This is an optimization exercise on Yosys and OpenROAD, whose aim is small area, a short achievable clock period and few clock cycles per item, not a production implementation.
Function was checked by simulation only, so behaviour that the tests miss may differ from the original.
Power is estimated from default activity; no workload was simulated.

Design prs_decoder, start of the top module:
module prs_decoder (
    input  wire        clk,
    input  wire        rst,           
    input  wire        in_valid,
    output wire        in_ready,
    input  wire [31:0] in_data,
    output wire        out_valid,
    input  wire        out_ready,
    output wire [14:0] out_sample,
    output wire        out_last
);
    integer i;
    reg  [3:0]  bw;             
    reg         nxt_v;
    reg  [3:0]  nK;
    reg  [2:0]  nes;            
    reg         nsgn;
    reg  [31:0] B0, B1;         
    reg         B0v, B1v;
    reg         in_rdy;
    wire exp_ctrl  = (bw == 4'd0);
    assign in_ready = in_rdy;
    wire in_fire   = in_valid && in_rdy;
    wire ctrl_fire = in_fire && exp_ctrl;
    wire body_fire = in_fire && !exp_ctrl;
    wire [31:0] in_s;
    genvar gi;
    generate
        for (gi = 0; gi < 32; gi = gi + 1) begin : g_ord
  ...
Settings: LEC_CHECK=0, CAP_MARGIN=20, CORE_MARGIN=2, CORE_UTILIZATION=60, SLEW_MARGIN=20; clock period 20.0 ns.
standard.sh (not shown) runs the stock make flow with config.mk's settings and CLKGATE_MAP_FILE= SYNTH_SCRIPT=/design/flow/synth_recipe.tcl, a recipe that flattens the netlist after the stock synthesis.
==> flow/flow/run.sh <==
#!/bin/bash
# The standard layout, with repair_timing asked to leave 14.5 ns of setup slack
# at the design's clock (and free to resize cells to other footprints), which
# shortens the critical path of the layout.
set -uo pipefail
bash standard.sh SETUP_SLACK_MARGIN=14.5 MATCH_CELL_FOOTPRINT=0 finish > make.log 2>&1
Testbench counts at the start, summed over its fixed seeds: cycles 17,368, blocks 512.
Edit:
CORE_UTILIZATION = 40   (was 60)
Outcome:
- setup slack gains 0.13 ns
- sequential power hardly moves
- power goes down by 3.1%
- clock skew stays flat
- wire length increases by 1.1%
- core utilization decreases by 22 points
- die area rises by 49%
- global-route usage shrinks by 11 points
- synthesized area is unchanged
Edit:
==> flow/flow/run.sh (replaced) <==
#!/bin/bash
# The standard layout, with repair_timing asked to leave 14 ns of setup slack
# at the design's clock, which shortens the critical path of the layout.
set -uo pipefail
bash standard.sh SETUP_SLACK_MARGIN=14 finish > make.log 2>&1
After rerunning: Global-route usage went down by 0.34 points. Maximum frequency went down by about 7.5%. Total power went down by 1.4%. Core utilization went down by 0.77 points.
Edit:
==> flow/run.sh (new file) <==
#!/bin/bash
# synth_recipe.tcl (not shown) runs the flow's synth.tcl, then flattens the netlist and writes it again
# the make line also repeats each setting of config.mk as NAME=value (left out here)
make -C /OpenROAD-flow-scripts/flow DESIGN_CONFIG=/design/flow/config.mk WORK_HOME=/design/flow/orfs CLKGATE_MAP_FILE= SYNTH_SCRIPT=/design/flow/synth_recipe.tcl finish
removed: flow/flow/run.sh
removed: flow/standard.sh
The new run finished clean.
Routed wire length fell by 1.3%.
Cell area drops by 0.83%.
Cell count drops by 0.50%.
Edit:
==> flow/flow/run.sh (new file) <==
#!/bin/bash
# The standard layout, with two changes to how it is made:
# - repair_timing is asked to leave 15 ns of setup slack at the design's
#   clock (and may resize cells to other footprints), which shortens the
#   layout's critical path;
# - every input and output port still gets a buffer, but a plain buf_2
#   instead of the slower delay buffer buffer_ports picks by default.
set -uo pipefail
bash standard.sh SETUP_SLACK_MARGIN=15 MATCH_CELL_FOOTPRINT=0 \
  "BUFFER_PORTS_ARGS=-buffer_cell sky130_fd_sc_hd__buf_2" finish > make.log 2>&1
==> flow/standard.sh (new file) <==
#!/bin/bash
# synth_recipe.tcl (not shown) runs the flow's synth.tcl, then flattens the netlist and writes it again
# the make line also repeats each setting of config.mk as NAME=value (left out here)
make -C /OpenROAD-flow-scripts/flow DESIGN_CONFIG=/design/flow/config.mk WORK_HOME=/design/flow/orfs CLKGATE_MAP_FILE= SYNTH_SCRIPT=/design/flow/synth_recipe.tcl "${@:-finish}"
removed: flow/run.sh
Core utilization grows by 2.5 points.
Combinational power climbs by a quarter to a third.
Cell area grows by a few percent.
Setup slack gains 0.80 ns.
Non-clock buffer count rises by 83.
Via count came out higher by a few percent.
Total power went up by a few percent.


## build 32
Another version of the RTL of prs_decoder (not shown whole).
Size in the first run: roughly 2000 cells after synthesis, roughly 210 flip-flops, ~54 I/O pins, ~0.019 mm² of cells after synthesis.
==> flow/config.mk <==
export PLATFORM = sky130hd
export DESIGN_NAME = prs_decoder
export DESIGN_NICKNAME = prs_decoder
export VERILOG_FILES = /design/flow/design.v
export SDC_FILE = /design/flow/constraint.sdc
export NUM_CORES = 4
export LEC_CHECK = 0
export CAP_MARGIN = 20
export CORE_MARGIN = 2
export CORE_UTILIZATION = 40
export CTS_CLUSTER_DIAMETER = 80
export CTS_CLUSTER_SIZE = 20
export SLEW_MARGIN = 20
==> flow/constraint.sdc <==
create_clock -name core_clock -period 20.0 [get_ports {clk}]
set_input_delay 4.0000 -clock core_clock [delete_from_list [all_inputs] [get_ports {clk}]]
set_output_delay 4.0000 -clock core_clock [all_outputs]
set_load 0.01 [all_outputs]
==> flow/flow/run.sh <==
#!/bin/bash
# The standard layout, with two changes to how it is made:
# - repair_timing is asked to leave 14.95 ns of setup slack at the design's
#   clock (and may resize cells to other footprints), which shortens the
#   layout's critical path;
# - every input and output port still gets a buffer, but a plain buf_2
#   instead of the slower delay buffer buffer_ports picks by default.
set -uo pipefail
bash standard.sh SETUP_SLACK_MARGIN=14.95 MATCH_CELL_FOOTPRINT=0 \
  "BUFFER_PORTS_ARGS=-buffer_cell sky130_fd_sc_hd__buf_2" finish > make.log 2>&1
Testbench counts of build 32, summed over its fixed seeds: cycles 17,368, blocks 512.
The inputs of build 91 differ from those of build 32 as listed below.
# build 32
export LEC_CHECK = 0
export CAP_MARGIN = 20
export CORE_MARGIN = 2
export CORE_UTILIZATION = 40
export CTS_CLUSTER_DIAMETER = 80
export CTS_CLUSTER_SIZE = 20
export SLEW_MARGIN = 20
create_clock -name core_clock -period 20.0 [get_ports {clk}]
# build 91
export LEC_CHECK = 0
export CAP_MARGIN = 20
export CORE_MARGIN = 2
export CORE_UTILIZATION = 40
export SLEW_MARGIN = 20
create_clock -name core_clock -period 20.0 [get_ports {clk}]
==> flow/flow/run.sh <==
#!/bin/bash
# The standard layout, with two changes to how it is made:
# - repair_timing is asked to leave 14.7 ns of setup slack at the design's
#   clock (and may resize cells to other footprints), which shortens the
#   layout's critical path;
# - every input and output port still gets a buffer, but a plain buf_2
#   instead of the slower delay buffer buffer_ports picks by default.
set -uo pipefail
bash standard.sh SETUP_SLACK_MARGIN=14.7 MATCH_CELL_FOOTPRINT=0 \
  "BUFFER_PORTS_ARGS=-buffer_cell sky130_fd_sc_hd__buf_2" finish > make.log 2>&1
For length of the first detailed-routing pass in iterations, build 91 and build 32 come out practically identical. Comparing build 32 with build 91, the register area came out essentially unchanged. Comparing build 91 and build 32, the lower share of total power in the clock network is on build 32. Build 91 vs. build 32: met3 routed wirelength dropped 6.8%, time the final worst path needs with I/O delays and setup rose 0.040 ns, worst setup slack went down by 0.040 ns. Build 91: full flow OK, the timing, DRC and antenna checks passed. Clock network contribution to total cell area: lower on build 32.
diff inputs: build 91 => build 72
==> flow/flow/run.sh <==
#!/bin/bash
# The standard layout, with two changes to how it is made:
# - repair_timing is asked to leave 15.2 ns of setup slack at the design's
#   clock (and may resize cells to other footprints), which shortens the
#   layout's critical path;
# - every input and output port still gets a buffer, but a plain buf_2
#   instead of the slower delay buffer buffer_ports picks by default.
set -uo pipefail
bash standard.sh SETUP_SLACK_MARGIN=15.2 MATCH_CELL_FOOTPRINT=0 \
  "BUFFER_PORTS_ARGS=-buffer_cell sky130_fd_sc_hd__buf_2" finish > make.log 2>&1
[summary]
Having completed the whole flow, build 72 delivered a layout that passed the timing, DRC and antenna checks.
Build 91 ended up with in_rdy as its worst setup path startpoint; build 72 ended up with h[12].
From build 91 to build 72, count of port buffers added during placement did not move at all.
Summary of the comparison: wire length of the first global-routing pass is higher in build 72, relative to build 91.
Final total power: lower on build 91
Here is what was changed in the inputs of build 41 compared with build 72.
# build 72
export LEC_CHECK = 0
export CAP_MARGIN = 20
export CORE_MARGIN = 2
export CORE_UTILIZATION = 40
export SLEW_MARGIN = 20
create_clock -name core_clock -period 20.0 [get_ports {clk}]
# build 41
export LEC_CHECK = 0
export CAP_MARGIN = 20
export CORE_MARGIN = 2
export CORE_UTILIZATION = 50
export SLEW_MARGIN = 20
create_clock -name core_clock -period 20.0 [get_ports {clk}]
==> flow/flow/run.sh <==
#!/bin/bash
# The standard layout, with two changes to how it is made:
# - repair_timing is asked to leave 15 ns of setup slack at the design's
#   clock (and may resize cells to other footprints), which shortens the
#   layout's critical path;
# - every input and output port still gets a buffer, but a plain buf_2
#   instead of the slower delay buffer buffer_ports picks by default.
set -uo pipefail
bash standard.sh SETUP_SLACK_MARGIN=15 MATCH_CELL_FOOTPRINT=0 \
  "BUFFER_PORTS_ARGS=-buffer_cell sky130_fd_sc_hd__buf_2" finish > make.log 2>&1
Findings:
- Having completed the whole flow, build 41 delivered a layout that passed the timing, DRC and antenna checks.
- [compare] base=build 72 new=build 41: share of total power in combinational logic down 2.9 points; number of antenna violations at the first check in global routing +3; utilization after layout grew by 9.6 points; pre-CTS setup slack fell by 0.34 ns; shortest period the worst path allows rose 0.056 ns.
What build 57 does differently from build 41 at the input level:
# build 41
export LEC_CHECK = 0
export CAP_MARGIN = 20
export CORE_MARGIN = 2
export CORE_UTILIZATION = 50
export SLEW_MARGIN = 20
create_clock -name core_clock -period 20.0 [get_ports {clk}]
# build 57
export LEC_CHECK = 0
export CAP_MARGIN = 20
export CORE_MARGIN = 2
export CORE_UTILIZATION = 40
export CTS_CLUSTER_DIAMETER = 80
export CTS_CLUSTER_SIZE = 20
export SLEW_MARGIN = 20
create_clock -name core_clock -period 20.0 [get_ports {clk}]
==> comparison <==
Of the two values seen for origin of the worst setup path, h[1] was produced by build 41 and h_last by build 57.
[compare] base=build 41 new=build 57: global-route wire length before repair moved down; sequential cell area level; total power moved down; number of nets still failing antenna checks after routing level.

[port drivers added, routing unchanged]
How much do the figures lean on ideal ports? The routed layouts below were timed once more, with nothing changed but the port constraints. Step 1 (the two cells are an assumption about what drives the block):
set clk [get_ports {clk}]
set_driving_cell -lib_cell sky130_fd_sc_hd__clkbuf_16 $clk
set_driving_cell -lib_cell sky130_fd_sc_hd__buf_2 [delete_from_list [all_inputs] $clk]
Step 2 adds t to the input delays and takes it off the output delays; t is the mean of the earliest and latest rising clock arrival at the registers after step 1. Input paths then give back, and output paths get back, about the clock's delay inside the block. a / b / c = ideal / step 1 / step 2; a / b = the first two.
run | t, ns | setup slack, ns | worst setup path after step 2 | worst data-port slew with drivers (ns) | cell pins on the clock port's net
the first run of note 1 | 0.516 | 14.413 / 14.355 / 14.199 | input to register | 0.04 | 1
the second run of note 1 | 0.515 | 14.544 / 14.490 / 14.198 | input to register | 0.04 | 1
the third run of note 1 | 0.514 | 14.105 / 14.050 / 13.985 | input to register | 0.04 | 1
the fourth run of note 1 | 0.512 | 13.682 / 13.682 / 13.682 | register to register | 0.04 | 1
the fifth run of note 1 | 0.535 | 14.480 / 14.425 / 14.483 | input to register | 0.04 | 1
build 32 | 0.584 | 14.953 / 14.897 / 14.621 | input to register | 0.04 | 1
build 91 | 0.608 | 14.913 / 14.860 / 14.328 | input to register | 0.04 | 1
build 72 | 0.619 | 14.947 / 14.890 / 14.702 | input to register | 0.04 | 1
build 41 | 0.608 | 14.890 / 14.837 / 14.633 | input to register | 0.04 | 1
build 57 | 0.583 | 14.966 / 14.912 / 14.610 | input to register | 0.04 | 1
After both steps every run listed still meets setup and hold. The setup slack of build 91, which loses most, moves by -0.053 ns with the drivers and by -0.585 ns with both steps.
